This design comes from an exercise in tuning for small area and few clock cycles per item on the open sky130 flow, not from production work.
No functional check of the RTL was part of any run shown here.
No activity file was given, so power comes from the tool's default toggle rates.

==> design.v <==
module rs_c3_enc (
    input  wire        clk,
    input  wire        rst,
    input  wire        in_valid,
    output wire        in_ready,
    input  wire [15:0] in_data,
    output wire        out_valid,
    input  wire        out_ready,
    output wire [15:0] out_data,
    output wire        out_last
);
    localparam integer K    = 240;
    localparam integer NPAR = 16;
    reg [15:0] q [1:NPAR-1];
    reg [15:0] fbd;
    reg        emitting;    
    reg        flushing;    
    reg [7:0]  in_cnt;
    reg [3:0]  out_cnt;
    wire [15:0] gp [0:NPAR-1];
    wire x0 = fbd[8] ^ fbd[15];
    wire x1 = fbd[9] ^ fbd[14];
    wire x2 = fbd[2] ^ fbd[12];
    wire x3 = fbd[3] ^ fbd[11];
    wire x4 = fbd[10] ^ x0;
    wire x5 = fbd[8] ^ fbd[13];
    wire x6 = fbd[0] ^ x1;
    wire x7 = fbd[11] ^ fbd[14];
    wire x8 = fbd[4] ^ x2;
    wire x9 = fbd[6] ^ fbd[12];
    wire x10 = fbd[5] ^ fbd[15];
    wire x11 = fbd[7] ^ x5;
    wire x12 = fbd[0] ^ x10;
    wire x13 = fbd[1] ^ x6;
    wire x14 = x7 ^ x10;
    wire x15 = fbd[2] ^ x7;
    wire x16 = fbd[15] ^ x9;
    wire x17 = fbd[1] ^ x4;
    wire x18 = x3 ^ x8;
    wire x19 = fbd[10] ^ fbd[14];
    wire x20 = x8 ^ x19;
    wire x21 = fbd[4] ^ x9;
    wire x22 = x13 ^ x21;
    wire x23 = x3 ^ x5;
    wire x24 = x12 ^ x23;
    wire x25 = fbd[4] ^ fbd[13];
    wire x26 = fbd[15] ^ x19;
    wire x27 = x25 ^ x26;
    wire x28 = fbd[8] ^ fbd[9];
    wire x29 = fbd[1] ^ x28;
    wire x30 = x23 ^ x29;
    wire x31 = x0 ^ x12;
    wire x32 = fbd[3] ^ fbd[12];
    wire x33 = x0 ^ x1;
    wire x34 = x32 ^ x33;
    wire x35 = fbd[0] ^ fbd[7];
    wire x36 = x2 ^ x35;
    wire x37 = x4 ^ x36;
    wire x38 = fbd[6] ^ x7;
    wire x39 = x31 ^ x38;
    wire x40 = x30 ^ x39;
    wire x41 = fbd[2] ^ x11;
    wire x42 = x17 ^ x41;
    wire x43 = x31 ^ x42;
    wire x44 = x2 ^ x22;
    wire x45 = x34 ^ x43;
    wire x46 = x35 ^ x45;
    wire x47 = x5 ^ x20;
    wire x48 = x26 ^ x46;
    wire x49 = x15 ^ x44;
    wire x50 = fbd[6] ^ x11;
    wire x51 = fbd[9] ^ x50;
    wire x52 = x43 ^ x47;
    wire x53 = x46 ^ x51;
    wire x54 = fbd[2] ^ x53;
    wire x55 = fbd[3] ^ x38;
    wire x56 = x22 ^ x30;
    wire x57 = fbd[15] ^ x45;
    wire x58 = x24 ^ x51;
    wire x59 = x27 ^ x49;
    wire x60 = fbd[9] ^ x56;
    wire x61 = x27 ^ x52;
    wire x62 = fbd[1] ^ x38;
    wire x63 = x28 ^ x52;
    wire x64 = fbd[7] ^ x1;
    wire x65 = x52 ^ x55;
    wire x66 = x57 ^ x60;
    wire x67 = fbd[5] ^ x58;
    wire x68 = fbd[7] ^ x54;
    wire x69 = x61 ^ x62;
    wire x70 = fbd[11] ^ x44;
    wire x71 = x34 ^ x36;
    wire x72 = fbd[5] ^ x23;
    wire x73 = x18 ^ x51;
    wire x74 = x37 ^ x51;
    wire x75 = fbd[1] ^ x47;
    wire x76 = fbd[9] ^ x54;
    wire x77 = x12 ^ x75;
    wire x78 = x5 ^ x76;
    wire x79 = x15 ^ x48;
    wire x80 = fbd[3] ^ x6;
    wire x81 = x23 ^ x36;
    wire x82 = x35 ^ x62;
    wire x83 = fbd[3] ^ x20;
    wire x84 = x16 ^ x73;
    wire x85 = x40 ^ x58;
    wire x86 = fbd[5] ^ x44;
    wire x87 = x17 ^ x60;
    wire x88 = x27 ^ x65;
    wire x89 = fbd[15] ^ x77;
    wire x90 = x17 ^ x89;
    wire x91 = fbd[4] ^ x64;
    wire x92 = x9 ^ x62;
    wire x93 = x12 ^ x80;
    wire x94 = fbd[8] ^ x81;
    wire x95 = x22 ^ x58;
    wire x96 = x33 ^ x81;
    wire x97 = x72 ^ x82;
    wire x98 = x52 ^ x73;
    wire x99 = x35 ^ x67;
    wire x100 = x79 ^ x99;
    wire x101 = x42 ^ x49;
    wire x102 = x24 ^ x52;
    wire x103 = x57 ^ x95;
    wire x104 = x33 ^ x46;
    wire x105 = fbd[7] ^ x89;
    wire x106 = x14 ^ x105;
    wire x107 = x82 ^ x106;
    wire x108 = x25 ^ x63;
    wire x109 = x58 ^ x69;
    wire x110 = fbd[11] ^ x85;
    wire x111 = x13 ^ x104;
    wire x112 = x63 ^ x111;
    wire x113 = x47 ^ x90;
    wire x114 = x48 ^ x64;
    wire x115 = x50 ^ x88;
    wire x116 = x45 ^ x113;
    wire x117 = fbd[7] ^ x100;
    wire x118 = fbd[10] ^ fbd[11];
    wire x119 = x95 ^ x118;
    wire x120 = fbd[6] ^ x88;
    wire x121 = x79 ^ x112;
    wire x122 = fbd[3] ^ x118;
    wire x123 = x27 ^ x72;
    wire x124 = x3 ^ x35;
    wire x125 = x11 ^ x15;
    wire x126 = x103 ^ x125;
    wire x127 = x30 ^ x126;
    wire x128 = fbd[4] ^ x127;
    wire x129 = x25 ^ x29;
    wire x130 = x0 ^ x27;
    wire x131 = x12 ^ x17;
    wire x132 = x4 ^ x125;
    wire x133 = x34 ^ x50;
    wire x134 = fbd[9] ^ x20;
    wire x135 = x18 ^ x62;
    wire x136 = x33 ^ x72;
    wire x137 = x35 ^ x136;
    wire x138 = x15 ^ x124;
    wire x139 = x20 ^ x59;
    wire x140 = x114 ^ x118;
    wire x141 = x32 ^ x68;
    wire x142 = x109 ^ x110;
    wire x143 = x63 ^ x72;
    wire x144 = x2 ^ x60;
    wire x145 = x23 ^ x41;
    wire x146 = x27 ^ x118;
    wire x147 = x124 ^ x132;
    wire x148 = fbd[4] ^ x39;
    wire x149 = x94 ^ x146;
    wire x150 = x85 ^ x145;
    wire x151 = x149 ^ x150;
    wire x152 = fbd[8] ^ x9;
    wire x153 = x123 ^ x134;
    wire x154 = x13 ^ x146;
    wire x155 = x13 ^ x97;
    wire x156 = x93 ^ x97;
    wire x157 = x56 ^ x93;
    wire x158 = x7 ^ x147;
    wire x159 = x11 ^ x137;
    wire x160 = x86 ^ x122;
    wire x161 = x18 ^ x157;
    wire x162 = x19 ^ x45;
    wire x163 = fbd[8] ^ x77;
    wire x164 = x155 ^ x163;
    wire x165 = x28 ^ x86;
    wire x166 = x57 ^ x93;
    wire x167 = x48 ^ x132;
    wire x168 = x45 ^ x108;
    wire x169 = x1 ^ x90;
    wire x170 = x94 ^ x164;
    wire x171 = x6 ^ x54;
    wire x172 = x61 ^ x66;
    wire x173 = x59 ^ x112;
    wire x174 = fbd[2] ^ x3;
    wire x175 = fbd[1] ^ x23;
    wire x176 = x3 ^ x26;
    wire x177 = fbd[10] ^ x36;
    wire x178 = x41 ^ x129;
    wire x179 = fbd[3] ^ x50;
    wire x180 = x17 ^ x124;
    wire x181 = x80 ^ x81;
    wire x182 = fbd[14] ^ x103;
    wire x183 = x30 ^ x33;
    wire x184 = x38 ^ x138;
    wire x185 = x43 ^ x56;
    wire x186 = x41 ^ x72;
    wire x187 = x41 ^ x62;
    wire x188 = x7 ^ x24;
    wire x189 = x1 ^ x62;
    wire x190 = x81 ^ x129;
    wire x191 = x92 ^ x134;
    wire x192 = x55 ^ x71;
    wire x193 = x22 ^ x80;
    wire x194 = x12 ^ x51;
    wire x195 = x138 ^ x178;
    wire x196 = x38 ^ x130;
    wire x197 = x47 ^ x131;
    wire x198 = x10 ^ x82;
    wire x199 = x4 ^ x135;
    wire x200 = x122 ^ x123;
    wire x201 = x136 ^ x138;
    wire x202 = fbd[3] ^ x135;
    wire x203 = fbd[12] ^ x71;
    wire x204 = x3 ^ x42;
    wire x205 = fbd[6] ^ x94;
    wire x206 = x37 ^ x146;
    wire x207 = x82 ^ x188;
    wire x208 = x4 ^ x40;
    wire x209 = x74 ^ x75;
    wire x210 = x97 ^ x152;
    wire x211 = x154 ^ x174;
    wire x212 = x93 ^ x149;
    wire x213 = x43 ^ x51;
    wire x214 = x39 ^ x75;
    wire x215 = fbd[7] ^ x148;
    wire x216 = x17 ^ x56;
    wire x217 = x56 ^ x75;
    wire x218 = x132 ^ x207;
    wire x219 = x137 ^ x149;
    wire x220 = fbd[7] ^ x73;
    wire x221 = x47 ^ x137;
    wire x222 = x122 ^ x154;
    wire x223 = x44 ^ x118;
    wire x224 = fbd[8] ^ x74;
    wire x225 = x58 ^ x83;
    wire x226 = x35 ^ x153;
    wire x227 = x42 ^ x153;
    wire x228 = x40 ^ x55;
    wire x229 = x149 ^ x152;
    wire x230 = x35 ^ x229;
    wire x231 = fbd[4] ^ x147;
    wire x232 = x147 ^ x157;
    wire x233 = x16 ^ x70;
    wire x234 = x6 ^ x158;
    wire x235 = x134 ^ x156;
    wire x236 = x185 ^ x186;
    wire x237 = x67 ^ x148;
    wire x238 = x56 ^ x159;
    wire x239 = x86 ^ x146;
    wire x240 = x70 ^ x80;
    wire x241 = x70 ^ x71;
    wire x242 = x95 ^ x132;
    wire x243 = x5 ^ x157;
    wire x244 = x52 ^ x133;
    wire x245 = x1 ^ x49;
    wire x246 = x9 ^ x158;
    wire x247 = x195 ^ x220;
    wire x248 = x36 ^ x85;
    wire x249 = x176 ^ x209;
    wire x250 = x95 ^ x97;
    wire x251 = x52 ^ x134;
    wire x252 = fbd[3] ^ x218;
    wire x253 = x184 ^ x185;
    wire x254 = x85 ^ x86;
    wire x255 = x19 ^ x86;
    wire x256 = x31 ^ x84;
    wire x257 = x17 ^ x155;
    wire x258 = x52 ^ x83;
    wire x259 = x34 ^ x77;
    wire x260 = x95 ^ x96;
    wire x261 = x45 ^ x83;
    wire x262 = x184 ^ x225;
    wire x263 = x16 ^ x60;
    wire x264 = fbd[6] ^ x61;
    wire x265 = fbd[9] ^ x160;
    wire x266 = x47 ^ x57;
    wire x267 = x14 ^ x98;
    wire x268 = x71 ^ x87;
    wire x269 = x49 ^ x63;
    wire x270 = x129 ^ x162;
    wire x271 = fbd[2] ^ x65;
    wire x272 = x65 ^ x92;
    wire x273 = x11 ^ x101;
    wire x274 = x8 ^ x59;
    wire x275 = x102 ^ x156;
    wire x276 = x101 ^ x131;
    wire x277 = x37 ^ x89;
    wire x278 = x31 ^ x160;
    wire x279 = x63 ^ x93;
    wire x280 = x59 ^ x87;
    wire x281 = x40 ^ x102;
    wire x282 = x59 ^ x159;
    wire x283 = fbd[14] ^ x46;
    wire x284 = x22 ^ x162;
    wire x285 = x63 ^ x152;
    wire x286 = x46 ^ x133;
    wire x287 = x30 ^ x99;
    wire x288 = x98 ^ x165;
    wire x289 = x201 ^ x249;
    wire x290 = x13 ^ x161;
    wire x291 = x59 ^ x65;
    wire x292 = x62 ^ x236;
    wire x293 = x77 ^ x119;
    wire x294 = fbd[13] ^ x230;
    wire x295 = x77 ^ x87;
    wire x296 = x8 ^ x109;
    wire x297 = x62 ^ x151;
    wire x298 = x108 ^ x122;
    wire x299 = fbd[0] ^ x139;
    wire x300 = x138 ^ x139;
    wire x301 = x166 ^ x230;
    wire x302 = x24 ^ x166;
    wire x303 = x82 ^ x291;
    wire x304 = x77 ^ x103;
    wire x305 = x151 ^ x163;
    wire x306 = x53 ^ x130;
    wire x307 = x27 ^ x105;
    wire x308 = x69 ^ x125;
    wire x309 = x1 ^ x143;
    wire x310 = fbd[5] ^ x53;
    wire x311 = x88 ^ x143;
    wire x312 = x48 ^ x82;
    wire x313 = x1 ^ x139;
    wire x314 = x69 ^ x155;
    wire x315 = x148 ^ x166;
    wire x316 = x26 ^ x53;
    wire x317 = x53 ^ x86;
    wire x318 = x83 ^ x90;
    wire x319 = x271 ^ x292;
    wire x320 = x55 ^ x164;
    wire x321 = x28 ^ x90;
    wire x322 = x103 ^ x154;
    wire x323 = x164 ^ x165;
    wire x324 = x66 ^ x108;
    wire x325 = x143 ^ x144;
    wire x326 = x169 ^ x191;
    wire x327 = x85 ^ x115;
    wire x328 = x44 ^ x106;
    wire x329 = x109 ^ x124;
    wire x330 = x42 ^ x170;
    wire x331 = fbd[3] ^ x170;
    wire x332 = x111 ^ x131;
    wire x333 = fbd[9] ^ x167;
    wire x334 = x181 ^ x182;
    wire x335 = x48 ^ x106;
    wire x336 = x69 ^ x111;
    wire x337 = x172 ^ x298;
    wire x338 = x106 ^ x132;
    wire x339 = x17 ^ x114;
    wire x340 = x156 ^ x182;
    wire x341 = x132 ^ x169;
    wire x342 = x6 ^ x79;
    wire x343 = x37 ^ x126;
    wire x344 = x54 ^ x85;
    wire x345 = x36 ^ x79;
    wire x346 = x67 ^ x167;
    wire x347 = x53 ^ x100;
    wire x348 = x127 ^ x156;
    wire x349 = x73 ^ x127;
    wire x350 = x42 ^ x112;
    wire x351 = x22 ^ x100;
    wire x352 = x295 ^ x296;
    wire x353 = x59 ^ x107;
    wire x354 = x171 ^ x172;
    wire x355 = x240 ^ x342;
    wire x356 = x142 ^ x143;
    wire x357 = x82 ^ x112;
    wire x358 = x100 ^ x107;
    wire x359 = x154 ^ x171;
    wire x360 = x107 ^ x161;
    wire x361 = x91 ^ x171;
    wire x362 = x107 ^ x147;
    wire x363 = x31 ^ x68;
    wire x364 = x107 ^ x122;
    wire x365 = x76 ^ x136;
    wire x366 = fbd[4] ^ fbd[6];
    wire x367 = fbd[8] ^ fbd[11];
    wire x368 = x366 ^ x367;
    wire x369 = fbd[1] ^ fbd[4];
    wire x370 = fbd[5] ^ fbd[8];
    wire x371 = fbd[10] ^ x369;
    wire x372 = x370 ^ x15;
    wire x373 = x371 ^ x372;
    wire x374 = fbd[3] ^ fbd[5];
    wire x375 = x9 ^ x374;
    wire x376 = x64 ^ x375;
    wire x377 = x28 ^ x117;
    wire x378 = fbd[1] ^ fbd[7];
    wire x379 = fbd[9] ^ fbd[11];
    wire x380 = x2 ^ x10;
    wire x381 = x378 ^ x379;
    wire x382 = x380 ^ x381;
    wire x383 = fbd[7] ^ fbd[15];
    wire x384 = x383 ^ x44;
    wire x385 = fbd[6] ^ fbd[8];
    wire x386 = x385 ^ x263;
    wire x387 = fbd[0] ^ fbd[10];
    wire x388 = fbd[13] ^ fbd[15];
    wire x389 = x387 ^ x388;
    wire x390 = x389 ^ x92;
    assign gp[0][0] = x312;
    assign gp[0][1] = x301;
    assign gp[0][2] = x193;
    assign gp[0][3] = x275;
    assign gp[0][4] = x278;
    assign gp[0][5] = x221;
    assign gp[0][6] = x303;
    assign gp[0][7] = x315;
    assign gp[0][8] = x172;
    assign gp[0][9] = x210;
    assign gp[0][10] = x92;
    assign gp[0][11] = x368;
    assign gp[0][12] = x254;
    assign gp[0][13] = x76;
    assign gp[0][14] = x101;
    assign gp[0][15] = x333;
    assign gp[1][0] = x236;
    assign gp[1][1] = x201;
    assign gp[1][2] = x350;
    assign gp[1][3] = x346;
    assign gp[1][4] = x206;
    assign gp[1][5] = x79;
    assign gp[1][6] = x107;
    assign gp[1][7] = x137;
    assign gp[1][8] = x140;
    assign gp[1][9] = x364;
    assign gp[1][10] = x191;
    assign gp[1][11] = x110;
    assign gp[1][12] = x227;
    assign gp[1][13] = x324;
    assign gp[1][14] = x298;
    assign gp[1][15] = x274;
    assign gp[2][0] = x123;
    assign gp[2][1] = x243;
    assign gp[2][2] = x300;
    assign gp[2][3] = x94;
    assign gp[2][4] = x326;
    assign gp[2][5] = x247;
    assign gp[2][6] = x116;
    assign gp[2][7] = x296;
    assign gp[2][8] = x266;
    assign gp[2][9] = x255;
    assign gp[2][10] = x273;
    assign gp[2][11] = x292;
    assign gp[2][12] = x309;
    assign gp[2][13] = x197;
    assign gp[2][14] = x290;
    assign gp[2][15] = x229;
    assign gp[3][0] = x84;
    assign gp[3][1] = x360;
    assign gp[3][2] = x319;
    assign gp[3][3] = x287;
    assign gp[3][4] = x263;
    assign gp[3][5] = x253;
    assign gp[3][6] = x239;
    assign gp[3][7] = x310;
    assign gp[3][8] = x352;
    assign gp[3][9] = x269;
    assign gp[3][10] = x341;
    assign gp[3][11] = x338;
    assign gp[3][12] = x223;
    assign gp[3][13] = x302;
    assign gp[3][14] = x220;
    assign gp[3][15] = x291;
    assign gp[4][0] = x260;
    assign gp[4][1] = x218;
    assign gp[4][2] = x207;
    assign gp[4][3] = x117;
    assign gp[4][4] = x285;
    assign gp[4][5] = x286;
    assign gp[4][6] = x184;
    assign gp[4][7] = x279;
    assign gp[4][8] = x144;
    assign gp[4][9] = x119;
    assign gp[4][10] = x93;
    assign gp[4][11] = x234;
    assign gp[4][12] = x74;
    assign gp[4][13] = x128;
    assign gp[4][14] = x233;
    assign gp[4][15] = x104;
    assign gp[5][0] = x141;
    assign gp[5][1] = x192;
    assign gp[5][2] = x376;
    assign gp[5][3] = x277;
    assign gp[5][4] = x322;
    assign gp[5][5] = x174;
    assign gp[5][6] = x280;
    assign gp[5][7] = x351;
    assign gp[5][8] = x95;
    assign gp[5][9] = x355;
    assign gp[5][10] = x250;
    assign gp[5][11] = x288;
    assign gp[5][12] = x180;
    assign gp[5][13] = x353;
    assign gp[5][14] = x283;
    assign gp[5][15] = x357;
    assign gp[6][0] = x349;
    assign gp[6][1] = x204;
    assign gp[6][2] = x249;
    assign gp[6][3] = x215;
    assign gp[6][4] = x305;
    assign gp[6][5] = x99;
    assign gp[6][6] = x334;
    assign gp[6][7] = x228;
    assign gp[6][8] = x336;
    assign gp[6][9] = x317;
    assign gp[6][10] = x289;
    assign gp[6][11] = x200;
    assign gp[6][12] = x186;
    assign gp[6][13] = x362;
    assign gp[6][14] = x261;
    assign gp[6][15] = x252;
    assign gp[7][0] = x323;
    assign gp[7][1] = x196;
    assign gp[7][2] = x176;
    assign gp[7][3] = x335;
    assign gp[7][4] = x241;
    assign gp[7][5] = x212;
    assign gp[7][6] = x282;
    assign gp[7][7] = x330;
    assign gp[7][8] = x297;
    assign gp[7][9] = x108;
    assign gp[7][10] = x320;
    assign gp[7][11] = x337;
    assign gp[7][12] = x111;
    assign gp[7][13] = x331;
    assign gp[7][14] = x121;
    assign gp[7][15] = x344;
    assign gp[8][0] = x339;
    assign gp[8][1] = x386;
    assign gp[8][2] = x211;
    assign gp[8][3] = x151;
    assign gp[8][4] = x142;
    assign gp[8][5] = x103;
    assign gp[8][6] = x115;
    assign gp[8][7] = x299;
    assign gp[8][8] = x270;
    assign gp[8][9] = x244;
    assign gp[8][10] = x363;
    assign gp[8][11] = x342;
    assign gp[8][12] = x97;
    assign gp[8][13] = x384;
    assign gp[8][14] = x258;
    assign gp[8][15] = x240;
    assign gp[9][0] = x304;
    assign gp[9][1] = x224;
    assign gp[9][2] = x327;
    assign gp[9][3] = x238;
    assign gp[9][4] = x365;
    assign gp[9][5] = x181;
    assign gp[9][6] = x109;
    assign gp[9][7] = x356;
    assign gp[9][8] = x232;
    assign gp[9][9] = x359;
    assign gp[9][10] = x347;
    assign gp[9][11] = x308;
    assign gp[9][12] = x105;
    assign gp[9][13] = x98;
    assign gp[9][14] = x164;
    assign gp[9][15] = x354;
    assign gp[10][0] = x361;
    assign gp[10][1] = x276;
    assign gp[10][2] = x178;
    assign gp[10][3] = x202;
    assign gp[10][4] = x235;
    assign gp[10][5] = x345;
    assign gp[10][6] = x199;
    assign gp[10][7] = x256;
    assign gp[10][8] = x237;
    assign gp[10][9] = x311;
    assign gp[10][10] = x348;
    assign gp[10][11] = x314;
    assign gp[10][12] = x120;
    assign gp[10][13] = x313;
    assign gp[10][14] = x114;
    assign gp[10][15] = x294;
    assign gp[11][0] = x222;
    assign gp[11][1] = x373;
    assign gp[11][2] = x214;
    assign gp[11][3] = x225;
    assign gp[11][4] = x281;
    assign gp[11][5] = x264;
    assign gp[11][6] = x187;
    assign gp[11][7] = x203;
    assign gp[11][8] = x340;
    assign gp[11][9] = x226;
    assign gp[11][10] = x96;
    assign gp[11][11] = x205;
    assign gp[11][12] = x246;
    assign gp[11][13] = x102;
    assign gp[11][14] = x321;
    assign gp[11][15] = x208;
    assign gp[12][0] = x177;
    assign gp[12][1] = x175;
    assign gp[12][2] = x126;
    assign gp[12][3] = x382;
    assign gp[12][4] = x179;
    assign gp[12][5] = x91;
    assign gp[12][6] = x113;
    assign gp[12][7] = x189;
    assign gp[12][8] = x190;
    assign gp[12][9] = x242;
    assign gp[12][10] = x377;
    assign gp[12][11] = x216;
    assign gp[12][12] = x188;
    assign gp[12][13] = x209;
    assign gp[12][14] = x251;
    assign gp[12][15] = x217;
    assign gp[13][0] = x284;
    assign gp[13][1] = x272;
    assign gp[13][2] = x150;
    assign gp[13][3] = x194;
    assign gp[13][4] = x259;
    assign gp[13][5] = x265;
    assign gp[13][6] = x271;
    assign gp[13][7] = x306;
    assign gp[13][8] = x332;
    assign gp[13][9] = x231;
    assign gp[13][10] = x219;
    assign gp[13][11] = x213;
    assign gp[13][12] = x328;
    assign gp[13][13] = x329;
    assign gp[13][14] = x390;
    assign gp[13][15] = x248;
    assign gp[14][0] = x358;
    assign gp[14][1] = x295;
    assign gp[14][2] = x316;
    assign gp[14][3] = x257;
    assign gp[14][4] = x198;
    assign gp[14][5] = x325;
    assign gp[14][6] = x293;
    assign gp[14][7] = x195;
    assign gp[14][8] = x307;
    assign gp[14][9] = x267;
    assign gp[14][10] = x262;
    assign gp[14][11] = x268;
    assign gp[14][12] = x183;
    assign gp[14][13] = x343;
    assign gp[14][14] = x318;
    assign gp[14][15] = x245;
    assign gp[15][0] = x6;
    assign gp[15][1] = x17;
    assign gp[15][2] = x15;
    assign gp[15][3] = x34;
    assign gp[15][4] = x27;
    assign gp[15][5] = x14;
    assign gp[15][6] = x16;
    assign gp[15][7] = x11;
    assign gp[15][8] = x22;
    assign gp[15][9] = x43;
    assign gp[15][10] = x18;
    assign gp[15][11] = x40;
    assign gp[15][12] = x37;
    assign gp[15][13] = x30;
    assign gp[15][14] = x20;
    assign gp[15][15] = x24;
    wire        take  = in_valid && !emitting;
    wire        shift = emitting && (out_ready || flushing);
    wire        en    = take || shift;
    wire [15:0] top   = q[NPAR-1] ^ gp[NPAR-1];           
    wire [15:0] fb    = (in_data ^ top) & {16{!emitting}};
    integer k;
    always @(posedge clk) begin
        if (en) begin
            fbd  <= fb;
            q[1] <= gp[0];
            for (k = 2; k < NPAR; k = k + 1) q[k] <= q[k-1] ^ gp[k-1];
        end
    end
    always @(posedge clk) begin
        if (rst) begin
            emitting <= 1'b1;
            flushing <= 1'b1;
            in_cnt   <= 8'd0;
            out_cnt  <= 4'd0;
        end else if (take) begin
            if (in_cnt == K - 1) begin
                in_cnt   <= 8'd0;
                emitting <= 1'b1;
            end else begin
                in_cnt <= in_cnt + 8'd1;
            end
        end else if (shift) begin
            if (out_cnt == NPAR - 1) begin
                out_cnt  <= 4'd0;
                emitting <= 1'b0;
                flushing <= 1'b0;
            end else begin
                out_cnt <= out_cnt + 4'd1;
            end
        end
    end
    assign in_ready  = !emitting;
    assign out_valid = emitting && !flushing;
    assign out_data  = top;
    assign out_last  = out_cnt == NPAR - 1;
endmodule
==> run.sh <==
#!/bin/bash
# synth_recipe.tcl (not shown) runs the flow's synth.tcl, then flattens the netlist and writes it again
# the make line also repeats each setting of config.mk as NAME=value (left out here)
make -C /OpenROAD-flow-scripts/flow DESIGN_CONFIG=/design/flow/config.mk WORK_HOME=/design/flow/orfs CLKGATE_MAP_FILE= SYNTH_SCRIPT=/design/flow/synth_recipe.tcl finish
==> config.mk <==
export PLATFORM = sky130hd
export DESIGN_NAME = rs_c3_enc
export DESIGN_NICKNAME = rs_c3_enc
export VERILOG_FILES = /design/flow/design.v
export SDC_FILE = /design/flow/constraint.sdc
export NUM_CORES = 4
export LEC_CHECK = 0
export CAP_MARGIN = 20
export CORE_MARGIN = 2
export CORE_UTILIZATION = 40
export PLACE_DENSITY = 0.6
export SLEW_MARGIN = 20
==> constraint.sdc <==
create_clock -name core_clock -period 4.0 [get_ports {clk}]
set_input_delay 0.8000 -clock core_clock [delete_from_list [all_inputs] [get_ports {clk}]]
set_output_delay 0.8000 -clock core_clock [all_outputs]
set_load 0.01 [all_outputs]
==> notes.md, run 1 <==
status timing/DRC/antenna clean; hold slack 0.4910 ns; CP max FO 10; CTS Sinks 270; DR vias 9,063; grt met1 use 31.72%; largest area contributor in the netlist edfxtp_1; setup TNS 0 ns; synthesized area 16,310 um2; HPWL after DPL 38.22 mm; pwr/cell area 322.7 nW/um2; ys async rst share 0%; Slew Limit Fails 0; deepest clock path buffer count 3; sequential share of the synthesized area between 40% and 50%; Post-DRT Antenna Nets 0; Antenna diodes 0; top-area cell type share of the netlist area 47.12%; Avg Cell Area, Syn about 15 um2; f_max 0.2542 GHz; Fillers 3,506; IO Port Bufs 38; Routed wire per std cell between 20 and 30 um; Most common cell on crit path xnor2_1; Least-Margin Pin Slew 1.215 ns; met2 usage a little under two fifths; top-count cell post-synth xnor2_1; Post-Synth Adder-Cell Area 0.1534%; Ys Warns 2; RSZ-0062 raised after global routing false; via/cell ratio 5.032; Synth area leaders edfxtp_1 (47%), xnor2_1 (24%), xor2_1 (8.5%); maximum vdd drop 0.3108 mV; EDFF count, synth 256; Max Cap Viol 0; Final #Nets roughly 1,300; clock skew about 0.023 ns; Period minus WS final 3.934 ns; worst-path cell chain xnor2_1 -> xnor2_1 -> xnor3_1 -> clkdlybuf4s50_1; IO Pins 39; full die area 42,420 um2; die height about 210 um; initial DRC count 976; hold_buf cts 0; Root Driver clkbuf_16; mux cell area share after synthesis 0.06135%; area grow syn2layout 16.94%; CP max stage cell edfxtp_1; number of H-tree levels 1; global-route wire length before repair 69.23 mm; worst setup path class register to output port; DRC 0; largest family of logic cells by synthesized area XOR/XNOR gates; vias in the first global route 9,066; Worst Path Arrival 3.13 ns; share of cells above drive strength 1 15.91%; routability cong. 0.9911; die width 206.0 um; leakage 0.008011 uW; Syn Nets 1,124; initial antenna violation count 1; Fin. Hold Viols 0; gr usage total 24.21%; initial core utilization between 40% and 50%; Startpoint Class register; drt first pass iters 5; core area 40,010 um2; Synth Area in XOR/XNOR 47.81%; Post-Synth Simple-Gate Area 1.465%; gr ovfl total 0; most used routing layer met2; Crit path required time 3.20 ns; CTS tree built; Worst-path clk slew 0.06 ns; Final Routed Wirelength 50.46 mm; Main synth FF type edfxtp_1; min-delay worst type register to register; Synth Area in Compound Gates 0.3681%; Slew HR 18.41%; Yosys cell types 34; CP Capture Type output port; Final period util 98.36%; crit-path max cell delay 0.72 ns; synth cell count leaders xnor2_1 (454), edfxtp_1 (256), xor2_1 (159), xnor3_1 (60), nor2_1 (29); cts bufs inserted 31; Final Setup Violations 0; met3 usage 5.613%; largest net degree at the start of global routing 94; Clk Latency, worst-skew pair 0.58 ns; Cells after Synth around 1,100; Cell Rows 73; Synth Register Bits 270
flip-flops by register name, summed over array words and instances (netlist names):
| signal | count |
|---|---|
| out_cnt | 4 |
| q | 240 |
| flushing | 1 |
| in_cnt | 8 |
| fbd | 16 |
| emitting | 1 |
through the flow:
stage | utilization [%] | worst slack (ns) | std cells | power [uW] | instance area [um2]
finish | 47.69 | 0.06569 | 1801 | 6157 | 19080
global placement | 44.97 | 0.5052 | 1735 | 3393 | 17990
detailed placement | 44.99 | 0.4798 | 1735 | 3395 | 18000
CTS | 47.65 | 0.07148 | 1800 | 6207 | 19060
global route | 47.69 | 0.003113 | 1801 | 6312 | 19080
floorplan | - | -1.419 | 1102 | 3319 | 16330
where the power goes:
group / internal [uW] / switching, uW
registers: 3120 / 32.2
logic: 107 / 78.6
clock network: 1640 / 1180
total: 4870 / 1290
critical path, delay by kind of cell, from the launching register on:
family / cells / cell delay [ns]
xor gates and xnor gates: 3 / 1.35
DFF: 1 / 0.72
buffers and inverters: 1 / 0.50
area by class of cell:
type / instances / area [um2] / area share, %
Multi-Input combinational cell: 793 / 8175 / 42.85
Clock buffer: 42 / 868.3 / 4.551
Inverter: 3 / 13.76 / 0.07214
Clock inverter: 15 / 127.6 / 0.6689
Sequential cell: 270 / 7968 / 41.76
Tap cell: 525 / 656.9 / 3.443
Timing Repair Buffer: 153 / 1269 / 6.650
layout by cell type, fill, tap and decap left out, types with 2 or more instances in the layout:
cell type	n
clkbuf_1	7
nor2b_1	2
clkinv_1	4
dfxtp_1	14
clkinv_2	7
inv_1	2
nand2_1	11
xor2_1	159
buf_12	2
clkbuf_16	32
nor2_1	29
xnor2_2	20
a21oi_1	4
xor3_1	17
a21o_1	2
clkdlybuf4s50_1	38
clkbuf_8	3
ha_1	2
xnor2_1	450
nand3_1	3
xnor3_2	6
xnor2_4	3
bufinv_16	2
nor3b_1	3
xnor3_1	60
xor2_2	10
edfxtp_1	256
o21ai_0	2
buf_4	113
kinds of logic after synthesis:
kind of cell / after synthesis
xor gates and xnor gates: 726
DFF: 270
and+or+nand+nor: 54
buffers and inverters: 39
AOI/OAI and AO/OA: 10
adders and majority gates: 2
muxes: 1
path summary, 6_finish.rpt:
| kind | slack (ns) | end | cells after the start | from |
|---|---|---|---|---|
| max reg2reg | 0.51 | q[10][0]$_DFFE_PP_ | 5 | fbd[7]$_DFFE_PP_ |
| min | 0.49 | out_cnt[1]$_SDFFE_PP0P_ | 2 | out_cnt[1]$_SDFFE_PP0P_ |
| min reg2reg | 0.49 | out_cnt[1]$_SDFFE_PP0P_ | 2 | out_cnt[1]$_SDFFE_PP0P_ |
| max | 0.07 | out_data[9] | 4 | fbd[7]$_DFFE_PP_ |
routing by layer:
layer | vias to the layer above | wire length [um]
met5 | - | 101
met4 | 4 | 2637
li1 | 3980 | -
met1 | 4601 | 20920
met3 | 110 | 4090
met2 | 368 | 22710
what timing repair did:
item	in CTS	in global routing
endpoints found under the hold margin	0	0
gates resized for setup	1	1
buffers inserted	8	1
pin swaps	1	0
endpoints found under the setup margin	5	3
==> run 2: changes to the inputs <==
==> flow/run.sh (new file) <==
#!/bin/bash
set -euo pipefail
HERE=$(pwd)
cat > my_synth.tcl <<EOF
proc abc {args} {
  set i [lsearch -exact \$args -script]
  if {\$i >= 0} { set args [lreplace \$args [expr {\$i+1}] [expr {\$i+1}] $HERE/flow/abc.script] }
  yosys abc {*}\$args
}
source $HERE/synth_recipe.tcl
EOF
sed "s#SYNTH_SCRIPT=[^ ]*#SYNTH_SCRIPT=$HERE/my_synth.tcl#" standard.sh > my_standard.sh
bash my_standard.sh > make.log 2>&1
==> flow/abc.script (new file) <==
strash
map -a
==> standard.sh (new file) <==
#!/bin/bash
# synth_recipe.tcl (not shown) runs the flow's synth.tcl, then flattens the netlist and writes it again
# the make line also repeats each setting of config.mk as NAME=value (left out here)
make -C /OpenROAD-flow-scripts/flow DESIGN_CONFIG=/design/flow/config.mk WORK_HOME=/design/flow/orfs CLKGATE_MAP_FILE= SYNTH_SCRIPT=/design/flow/synth_recipe.tcl "${@:-finish}"
removed: run.sh
==> run 2 against run 1 <==
- still clean on timing, DRC and antenna
- utilization is 5.3 points higher
- sequential power is 4% higher
- cell area is 1.9% lower
- count of clock-buffer cells in the layout is 3 higher
- sequential share of layout area is 0.83 points higher
- largest cell class is now sequential cells
- highest routed layer is now met4
==> notes.md, run 2 <==
status timing/DRC/antenna clean; min-delay worst type register to register; Max Cap Viol 0 (unchanged); Cell Rows 69 (-5.5%); sequential share of the synthesized area 56.03% (+7.2 points); deepest clock path buffer count 3 (unchanged); worst setup path class register to register; Startpoint Class register; Final Setup Violations 0 (unchanged); Main synth FF type edfxtp_1; share of cells above drive strength 1 25.70% (+9.8 points); Crit path required time 4.30 ns (+1.10 ns); Final #Nets 1,360 (+6.8%); CTS tree built; Cells after Synth 1,058 (-4.0%); clock skew 0.01383 ns (-0.009489 ns); RSZ-0062 raised after global routing true; maximum vdd drop 0.3179 mV (+2.3%); cts bufs inserted 30 (-3.2%); area grow syn2layout 31.56%; Least-Margin Pin Slew 0.8329 ns (-0.3823 ns); routability cong. 0.9658 (-2.6%); Fin. Hold Viols 0 (unchanged); core area 35,310 um2 (-12%); synthesized area 14,220 um2 (-13%); pwr/cell area 334.8 nW/um2 (+3.8%); Slew Limit Fails 0 (unchanged); IO Port Bufs 38 (unchanged); CTS Sinks 270 (unchanged); CP max FO 5 (-5); largest net degree at the start of global routing 57 (-39%); Ys Warns 2 (unchanged); Post-DRT Antenna Nets 0 (unchanged); f_max 0.2569 GHz (+1.1%); commonest non-fill, non-tap cells in the layout xor2_1 (423), edfxtp_1 (256), buf_4 (202), xnor2_1 (148), xor2_2 (44); Slew HR 44.29% (+26 points); die height 192.5 um (-6.5%); largest area contributor in the netlist edfxtp_1; leakage 0.009767 uW (+22%); Routed wire per std cell 24.71 um (-12%); post-place instance area 17,280 um2 (-4.0%); commonest non-fill, non-tap cell in the layout xor2_1; HPWL after DPL 34.72 mm (-9.1%); Synth Register Bits 270 (unchanged); top-count cell post-synth xor2_1; Util after Layout 52.98% (+5.3 points); Clk Latency, worst-skew pair 0.56 ns (-0.02 ns); Final Routed Wirelength 44.95 mm (-11%); ys async rst share 0% (unchanged); Worst-path clk slew 0.06 ns (about the same); initial DRC count 629 (-36%); hold_buf cts 0 (unchanged); Final period util 97.30% (-1.1 points); Yosys cell types 15 (-56%); DR vias 8,652 (-4.5%); via/cell ratio 4.756 (-5.5%); EDFF count, synth 256 (unchanged); vias in the first global route 8,718 (-3.8%); IO Pins 39 (unchanged); number of H-tree levels 1 (unchanged); gr ovfl total 0 (unchanged); global-route wire length before repair 63.02 mm (-9.0%); Antenna diodes 0 (unchanged); Biggest register q; top-area cell type share of the netlist area 54.06% (+6.9 points); biggest registers after layout q x240, fbd x16, in_cnt x8; CP Capture Type register; max reg flops 240 (unchanged); Worst Path Arrival 4.19 ns (+1.06 ns); DRC 0 (unchanged); full die area 37,070 um2 (-13%); Design Area, Final 18,710 um2 (-1.9%); drt first pass iters 4 (-1); initial antenna violation count 1 (unchanged); Synth area leaders edfxtp_1 (54%), xor2_1 (30%), xnor2_1 (9.7%); gr usage total 24.97% (+0.76 points); Syn Nets 1,080 (-3.9%); Root Driver clkbuf_16; initial core utilization 40.27% (-0.51 points); die width 192.5 um (-6.5%); Avg Cell Area, Syn 13.44 um2 (-9.2%); Period minus WS final 3.892 ns (-0.04222 ns); synth cell count leaders xor2_1 (486), edfxtp_1 (256), xnor2_1 (158), nor2_1 (47), clkinv_1 (35)
## run 2: changes by cell type in the layout (fill, tap and decap cells not counted), moves of 11 or more
cell	previous run	this run
xnor2_1	450	148
xor2_1	159	423
buf_4	113	202
xnor3_1	60	0
xor2_2	10	44
clkinv_1	4	31
xor2_4	1	19
xor3_1	17	0
xnor2_2	20	7
nor2_4	0	11
## run 2: repair_timing
action,in CTS,in global routing
hold endpoints to repair,0,0
pin swaps,0,15
gates resized for setup,19,28
endpoints found under the setup margin,11,32
setup buffers,11,14
## run 2: worst paths after layout
kind                                             from                    end  slack (ns)  cells past startpoint
worst max register to register       fbd[8]$_DFFE_PP_    q[13][10]$_DFFE_PP_        0.11                     15
worst max-delay path                 fbd[8]$_DFFE_PP_    q[13][10]$_DFFE_PP_        0.11                     15
worst min register to register  flushing$_SDFFE_PP1P_  flushing$_SDFFE_PP1P_        0.48                      2
worst min-delay path            flushing$_SDFFE_PP1P_  flushing$_SDFFE_PP1P_        0.48                      2
## run 2: metal layers
layer | vias up | wire length [um] | track usage, %
met3 | 88 | 2281 | 4.092
met1 | 4319 | 20570 | 35.18
met2 | 242 | 20280 | 39.35
met4 | 0 | 1814 | 8.045
li1 | 4003 | - | -
met5 | - | 0 | 0
## run 2: per-stage QoR
step	hold slack (ns)	setup slack (ns)	cells	setup TNS, ns	total power [uW]
after detailed placement	0.4796	-0.01243	1742	-0.01491	3585
final	0.4841	0.1079	1819	0	6264
after CTS	0.4849	-0.01205	1805	-0.01205	6311
after global placement	0.4657	-0.06130	1742	-0.07464	3579
after global routing	0.4994	-0.05390	1819	-0.2960	6462
after floorplan	0.4507	-0.3365	1058	-3.851	3457
## run 2: critical path, stage by stage, from the launching register on
cell and delay, ns:
edfxtp_1 0.40, buf_4 0.16, nor2_1 0.07, nor2_4 0.27, xor2_4 0.23, xor2_4 0.22, xnor2_4 0.17, xor2_4 0.28
xor2_4 0.32, xor2_4 0.32, xnor2_4 0.21, xor2_2 0.27, xor2_2 0.23, xor2_2 0.19, xor2_1 0.19, xor2_1 0.08
## run 2: logic make-up (layout without fill, tap and decap cells)
group / count (synthesis) / count (layout) / share of synthesized area, %
buf+inv: 35 / 335 / 0.9239
simple gates: 90 / 90 / 2.587
flops: 270 / 270 / 56.03
compound gates: 17 / 17 / 0.6160
xor+xnor: 644 / 644 / 39.67
fa+ha+maj: 2 / 2 / 0.1760
## run 2: area by class of cell
class	count	area, um2
multi-input cells	753	7041
clock buffers	45	868.3
well taps	461	576.8
fillers	3043	16600
inverters	35	138.9
flip-flops and latches	270	7968
clock inverters	7	86.33
repair buffers	248	2029
## run 2: power by group
group / total (uW) / internal, uW / switching (uW)
registers: 3290 / 3220 / 71.2
logic: 240 / 134 / 106
clock network: 2740 / 1610 / 1130
==> run 3: changes to the inputs <==
--- a/config.mk
+++ b/config.mk
@@ -8,5 +8,6 @@
 export CAP_MARGIN = 20
 export CORE_MARGIN = 2
 export CORE_UTILIZATION = 40
+export GPL_TIMING_DRIVEN = 0
 export PLACE_DENSITY = 0.6
 export SLEW_MARGIN = 20
==> run 3 against run 2 <==
- the layout now fails its checks (negative setup slack)
- worst hold slack about the same
- maximum frequency is 11% lower
- synthesized cell count did not move
- final cell count hardly changed
- first-iteration DRC count increased by 52%
- combinational power rose by 3%
- critical path depth rose by 8
- total power is 0.93% higher
- sequential cell count stayed put
- critical endpoint unchanged
- highest routed layer unchanged
==> notes.md, run 3 <==
status finished with violations; layout checks that failed negative setup slack; Period minus WS final 4.366 ns (+0.4737 ns); largest area contributor in the netlist edfxtp_1; number of H-tree levels 1 (unchanged); Crit path required time 4.41 ns (+0.11 ns); Root Driver clkbuf_16; f_max 0.2291 GHz (-11%); Hold Path Depth 2 (unchanged); top-count cell post-synth xor2_1; sequential share of the synthesized area 56.03% (unchanged); Slew Limit Fails 0 (unchanged); vias in the first global route 8,958 (+2.8%); Final #Nets 1,357 (-0.22%); CP Capture Type register; crit-path max cell delay 0.53 ns (+0.13 ns); worst-case reg-to-reg path depth 23 (+8); max reg flops 240 (unchanged); Main synth FF type edfxtp_1; IO Pins 39 (unchanged); Design Area, Final 20,690 um2 (+11%); hold_buf cts 0 (unchanged); synth cell count leaders xor2_1 (486), edfxtp_1 (256), xnor2_1 (158), nor2_1 (47), clkinv_1 (35); RSZ-0062 raised after global routing true; Crit path max-delay family XOR/XNOR gates; Synth area leaders edfxtp_1 (54%), xor2_1 (30%), xnor2_1 (9.7%); initial antenna violation count 0 (-1); Max Cap Viol 0 (unchanged); deepest clock path buffer count 3 (unchanged); hold slack 0.4837 ns (-0.0004040 ns); post-place instance area 15,950 um2 (-7.7%); Place WS -2.440 ns (-2.428 ns); full die area 37,070 um2 (unchanged); share of cells above drive strength 1 33.11% (+7.4 points); area occupied by multi-input gates 8608 um2 (+22%); commonest non-fill, non-tap cells in the layout xor2_1 (355), edfxtp_1 (256), buf_4 (149), xnor2_1 (121), xor2_4 (83); Most common cell on crit path xor2_4; maximum vdd drop 0.3758 mV (+18%); min-delay worst type register to register; global-route wire length before repair 64.09 mm (+1.7%); Startpoint Class register; synthesized area 14,220 um2 (unchanged); ys async rst share 0% (unchanged); number of buffers and inverters on the critical path 8 (+7); Fin. Hold Viols 0 (unchanged); routability cong. 0.9013 (-6.7%); DR vias 9,294 (+7.4%); Ys Warns 2 (unchanged); DRC 0 (unchanged); Worst-path clk slew 0.07 ns (about the same); CP Depth 23 (+8); Synth Register Bits 270 (unchanged); Clk Latency, worst-skew pair 0.57 ns (about the same); Slew HR 21.03% (-23 points); CP max FO 4 (-1); die height 192.5 um (unchanged); Antenna diodes 0 (unchanged); Least-Margin Pin Slew 1.176 ns (+0.3433 ns); biggest registers after layout q x240, fbd x16, in_cnt x8; Biggest register q; via/cell ratio 5.107 (+7.4%); Syn Nets 1,080 (unchanged); Routed wire per std cell 26.08 um (+5.6%); area grow syn2layout 45.49%; core area 35,310 um2 (unchanged); Post-DRT Antenna Nets 0 (unchanged); clock skew 0.01368 ns (-0.0001482 ns); Final Setup Violations 56 (+56); CP max stage cell edfxtp_1; Cell Rows 69 (unchanged); drt first pass iters 5 (+1); largest net degree at the start of global routing 97 (+70%); Final period util 109.1% (+12 points); gr usage total 25.10% (+0.14 points); CTS Sinks 270 (unchanged); Avg Cell Area, Syn 13.44 um2 (unchanged); worst-path cell chain buf_6 -> buf_8 -> nor2_4 -> nor2_4 -> xor2_4 -> buf_6 -> nor2_4 -> nor2_4 -> xnor2_4 -> buf_12 -> xor2_4 -> buf_12 -> xor2_4 -> buf_12 -> xor2_4 -> buf_12 -> xnor2_4 -> buf_6 -> xor2_4 -> xor2_4 -> xor2_2 -> xor2_1 -> xor2_1; Yosys cell types 15 (unchanged); HPWL after DPL 29.06 mm (-16%); Fillers 2,606 (-14%); Reg area 7969 um2 (about the same); Util after Layout 58.59% (+5.6 points); CTS tree built; cts bufs inserted 30 (unchanged); gr ovfl total 0 (unchanged); top-area cell type share of the netlist area 54.06% (unchanged); die width 192.5 um (unchanged); Final Routed Wirelength 47.47 mm (+5.6%); Cells after Synth 1,058 (unchanged); pwr/cell area 305.6 nW/um2 (-8.7%); leakage 0.01025 uW (+4.9%); commonest non-fill, non-tap cell in the layout xor2_1; Worst Path Arrival 4.78 ns (+0.59 ns); initial DRC count 953 (+52%); worst setup path class register to register; IO Port Bufs 38 (unchanged); Final WS setup -0.3658 ns (-0.4737 ns); EDFF count, synth 256 (unchanged); initial core utilization 40.27% (unchanged)
==> run 3: cell counts after synthesis <==
No cell type changed its count.
==> run 3: final cells by class <==
cell class / count / share of cell area, %
multi-input cells: 753 / 41.61
inverters: 35 / 0.6955
clock inverters: 13 / 0.5383
clock buffers: 43 / 4.209
repair buffers: 245 / 11.64
well taps: 461 / 2.788
flip-flops and latches: 270 / 38.52
==> run 3: worst reg2reg max path: cells and delay by family (launching register included) <==
family        cells  cell delay (ns)
xor+xnor         11             2.06
buf+inv           8             1.20
flops             1             0.53
simple gates      4             0.41
==> run 3: where the power goes <==
group          switching, uW  internal, uW  total (uW)
sequential              69.6          3220        3290
clock                   1160          1630        2790
combinational            108           138         246
==> run 3: routing by layer <==
layer  up-vias  track usage, %  share of wire (%)
met5         -               0                  0
met4         0           11.19                5.9
met3       171           4.255                7.9
met2       501           39.24                 45
met1      4660           34.42                 41
li1       3962               -                  -
==> run 3: repair_timing <==
action | 4_1_cts | 5_1_grt
endpoints found under the hold margin | 0 | 0
endpoints found under the setup margin | 222 | 77
resized for setup | 186 | 78
pin swaps | 51 | 45
setup buffers | 150 | 60
==> run 3: through the flow <==
stage	instances	TNS (ns)	power (uW)
2_1_floorplan	1058	-3.851	3457
3_3_place_gp	1557	-492.92	3560
3_5_place_dp	1561	-240.89	3564
4_1_cts	1766	-6.653	6347
5_1_grt	1820	-15.38	6501
6_report	1820	-10.77	6323
==> run 3: cells by family after synthesis <==
logic type      share of synthesized area [%]
compound gates                         0.6160
xor+xnor                                39.67
fa+ha+maj                              0.1760
buf+inv                                0.9239
flops                                   56.03
simple gates                            2.587
==> run 3: worst paths after layout <==
path                               from               endpoint  slack (ns)
setup / recovery       fbd[8]$_DFFE_PP_    q[13][10]$_DFFE_PP_       -0.37
hold / removal    flushing$_SDFFE_PP1P_  flushing$_SDFFE_PP1P_        0.48
setup reg to reg       fbd[8]$_DFFE_PP_    q[13][10]$_DFFE_PP_       -0.37
hold reg to reg   flushing$_SDFFE_PP1P_  flushing$_SDFFE_PP1P_        0.48
==> run 4: changes to the inputs <==
--- a/config.mk
+++ b/config.mk
@@ -7,7 +7,7 @@
 export LEC_CHECK = 0
 export CAP_MARGIN = 20
 export CORE_MARGIN = 2
-export CORE_UTILIZATION = 40
+export CORE_UTILIZATION = 60
 export GPL_TIMING_DRIVEN = 0
-export PLACE_DENSITY = 0.6
+export PLACE_DENSITY = 0.75
 export SLEW_MARGIN = 20
==> run 4 against run 3 <==
- sequential share of layout area grew 1.2 points
- final cell count is 9.2% lower
- worst hold slack improved by 0.0018 ns
- largest power group unchanged
- clock skew down 0.00052 ns
- critical path depth is 10 lower
- non-clock buffer count down 24
- still fails the layout checks on negative setup slack
==> notes.md, run 4 <==
status finished with violations; layout checks that failed negative setup slack; area grow syn2layout 40.95%; synthesized area 14,220 um2 (unchanged); largest net degree at the start of global routing 97 (unchanged); largest area contributor in the netlist edfxtp_1; Combinational Power Share 4.0% (about the same); Final Routed Wirelength 49.19 mm (+3.6%); cts bufs inserted 30 (unchanged); top-area cell type share of the netlist area 54.06% (unchanged); IO Port Bufs 38 (unchanged); Least-Margin Pin Slew 1.159 ns (-0.01702 ns); max reg flops 240 (unchanged); leakage 0.01002 uW (-2.2%); CP max FO 5 (+1); sw frac 21.00% (-0.17 points); core area 23,400 um2 (-34%); Ys Warns 2 (unchanged); top-count cell post-synth xor2_1; Period minus WS final 4.315 ns (-0.05053 ns); CP Capture Type register; Startpoint Class register; drt first pass iters 5 (unchanged); pwr/cell area 317.5 nW/um2 (+3.9%); EDFF count, synth 256 (unchanged); commonest non-fill, non-tap cell in the layout xor2_1; number of buffers and inverters on the critical path 3 (-5); setup TNS -6.910 ns (+3.856 ns); routability cong. 0.9635 (+6.9%); sequential share of the synthesized area 56.03% (unchanged); gr usage total 36.23% (+11 points); Biggest register q; HPWL after DPL 27.32 mm (-6.0%); worst setup path class register to register; commonest non-fill, non-tap cells in the layout xor2_1 (368), edfxtp_1 (256), buf_4 (143), xnor2_1 (133), xor2_4 (80); synth cell count leaders xor2_1 (486), edfxtp_1 (256), xnor2_1 (158), nor2_1 (47), clkinv_1 (35); Syn Nets 1,080 (unchanged); CTS tree built; Final WS setup -0.3152 ns (+0.05053 ns); vias in the first global route 9,207 (+2.8%); RSZ-0062 raised after global routing true; DR vias 9,716 (+4.5%); Power, Total 6365 uW (+0.67%); biggest registers after layout q x240, fbd x16, in_cnt x8; clock power share 44.2% (about the same); IO Pins 39 (unchanged); gr ovfl total 0 (unchanged); Slew Limit Fails 0 (unchanged); full die area 24,950 um2 (-33%); Final period util 107.9% (-1.3 points); CTS Sinks 270 (unchanged); Flop pwr share 51.7% (-0.3 points); CP max stage cell xor2_2; Main synth FF type edfxtp_1; DRC 0 (unchanged); reg-to-reg slack, setup -0.32 ns (+0.05 ns); DP Cell Count 1,417 (-9.2%); Worst-path clk slew 0.06 ns (about the same); Fin. Hold Viols 0 (unchanged); min-delay worst type register to register; Slew HR 22.46% (+1.4 points); Cell Rows 56 (-19%); initial antenna violation count 0 (unchanged); crit-path max cell delay 0.73 ns (+0.20 ns); Pint 5028 uW (+0.88%); initial DRC count 1,320 (+39%); Post-DRT Antenna Nets 0 (unchanged); Cell Count, Final, Fillers Out 1,652 (-9.2%); die width 157.9 um (-18%); Root Driver clkbuf_16; number of H-tree levels 1 (unchanged); share of cells above drive strength 1 30.31% (-2.8 points); Crit path max-delay family XOR/XNOR gates; initial core utilization 60.76% (+20 points); maximum vdd drop 0.3165 mV (-16%); worst-path cell chain buf_6 -> nor2_2 -> nor2_4 -> buf_4 -> xor2_4 -> buf_12 -> xor2_2 -> xor2_4 -> xor2_2 -> xnor2_2 -> xnor2_1 -> xor2_1 -> xor2_1; Max Cap Viol 0 (unchanged); Cells after Synth 1,058 (unchanged); clock skew 0.01316 ns (-0.0005203 ns); Synth area leaders edfxtp_1 (54%), xor2_1 (30%), xnor2_1 (9.7%); Final Setup Violations 53 (-5.4%); f_max 0.2317 GHz (+1.2%); global-route wire length before repair 62.17 mm (-3.0%); ys async rst share 0% (unchanged); Yosys cell types 15 (unchanged); deepest clock path buffer count 3 (unchanged); Crit path required time 4.30 ns (-0.11 ns); Final #Nets 1,333 (-1.8%); Psw 1337 uW (-0.13%); Antenna diodes 0 (unchanged); Routed wire per std cell 29.77 um (+14%); Worst Path Arrival 4.61 ns (-0.17 ns); hold_buf cts 0 (unchanged); die height 157.9 um (-18%); via/cell ratio 5.881 (+15%); Avg Cell Area, Syn 13.44 um2 (unchanged); Clk Latency, worst-skew pair 0.56 ns (about the same); Synth Register Bits 270 (unchanged)
## run 4: cell count changes in the layout (fill, tap and decap cells not counted), sizes merged
| cell | change |
|---|---|
| clkinvlp | -2 |
| clkinv | -1 |
| clkdlybuf4s15 | +1 |
| buf | -25 |
| inv | +2 |
| dlymetal6s2s | -1 |
| clkdlybuf4s50 | +1 |
| bufinv | +1 |
| clkbuf | -2 |
## run 4: cell families after synthesis
family,share of synthesized area [%]
and+or+nand+nor,2.587
AOI/OAI and AO/OA,0.6160
buffers and inverters,0.9239
DFF,56.03
xor gates and xnor gates,39.67
adders and majority gates,0.1760
## run 4: worst paths after layout
path	from	end	cells past startpoint
worst min-delay path	flushing$_SDFFE_PP1P_	flushing$_SDFFE_PP1P_	2
worst max register to register	fbd[8]$_DFFE_PP_	q[8][7]$_DFFE_PP_	13
worst min register to register	flushing$_SDFFE_PP1P_	flushing$_SDFFE_PP1P_	2
worst max-delay path	fbd[8]$_DFFE_PP_	q[8][7]$_DFFE_PP_	13
## run 4: layer usage
| layer | global-route usage, % | wire (um) | vias up |
|---|---|---|---|
| met5 | 0 | 0 | - |
| met2 | 57.10 | 22140 | 708 |
| met1 | 48.53 | 17880 | 4846 |
| met3 | 7.200 | 5268 | 239 |
| li1 | - | - | 3923 |
| met4 | 17.67 | 3902 | 0 |
## run 4: worst register-to-register path, delay by kind of cell, from the launching register on
kind                      cells  cell delay (ns)
and+or+nand+nor               2             0.23
buffers and inverters         3             0.53
DFF                           1             0.50
xor gates and xnor gates      8             2.81
## run 4: power by group through the flow
| stage | Sequential (uW) | Clock [uW] | Combinational, uW |
|---|---|---|---|
| after floorplan | 3320 | 0 | 139 |
| after global placement | 3340 | 0 | 218 |
| after detailed placement | 3340 | 0 | 224 |
| after CTS | 3280 | 2810 | 238 |
| after global routing | 3300 | 2920 | 273 |
| final | 3290 | 2820 | 256 |
## run 4: stage by stage
stage	worst slack [ns]	utilization (%)	hold slack, ns	cell area (um2)
after CTS	-0.1227	81.30	0.4891	19030
after floorplan	-0.3365	-	0.4507	14870
final	-0.3152	85.64	0.4855	20040
after global placement	-2.250	66.86	0.4742	15650
after detailed placement	-2.277	67.22	0.4775	15730
after global routing	-0.3620	85.64	0.5208	20040
## run 4: area by class of cell
cell class	instances	area (um2)
Clock buffer	41	853.3
Inverter	35	145.1
Sequential cell	270	7968
Clock inverter	13	140.1
Timing Repair Buffer	221	2167
Tap cell	319	399.1
Fill cell	1085	3359
Multi-Input combinational cell	753	8371
## run 4: timing repair
action,4_1_cts,5_1_grt
pin swaps,46,40
setup endpoints to repair,222,81
resized for setup,149,61
buffers inserted,118,64

port drivers added, routing unchanged:
In the flow no input, the clock included, has a driving cell. The finished layouts below were timed again as built, in two steps.
Step 1 sets driving cells, clkbuf_16 on the clock port and buf_2 on the other inputs (assumed; they add their load-dependent delay and slew).
Step 2 moves the port delays by t, midway between the first and last clock arrival at a register: inputs arrive t later, outputs are due t later. That takes back most of the time a late clock gives input paths.
a / b / c = ideal / step 1 / step 2; a / b = the first two.
| run | t (ns) | slack for setup (ns) | worst setup path after step 2 | latest minus earliest clock arrival (ns) | worst data-port slew with drivers (ns) |
|---|---|---|---|---|---|
| run 1 | 0.625 | 0.066 / 0.007 / 0.513 | register to register | 0.025 / 0.025 | 0.05 |
| run 2 | 0.603 | 0.108 / 0.062 / 0.108 | register to register | 0.015 / 0.015 | 0.03 |
| run 3 | 0.615 | -0.366 / -0.366 / -0.366 | register to register | 0.014 / 0.014 | 0.03 |
| run 4 | 0.602 | -0.315 / -0.315 / -0.315 | register to register | 0.016 / 0.016 | 0.04 |
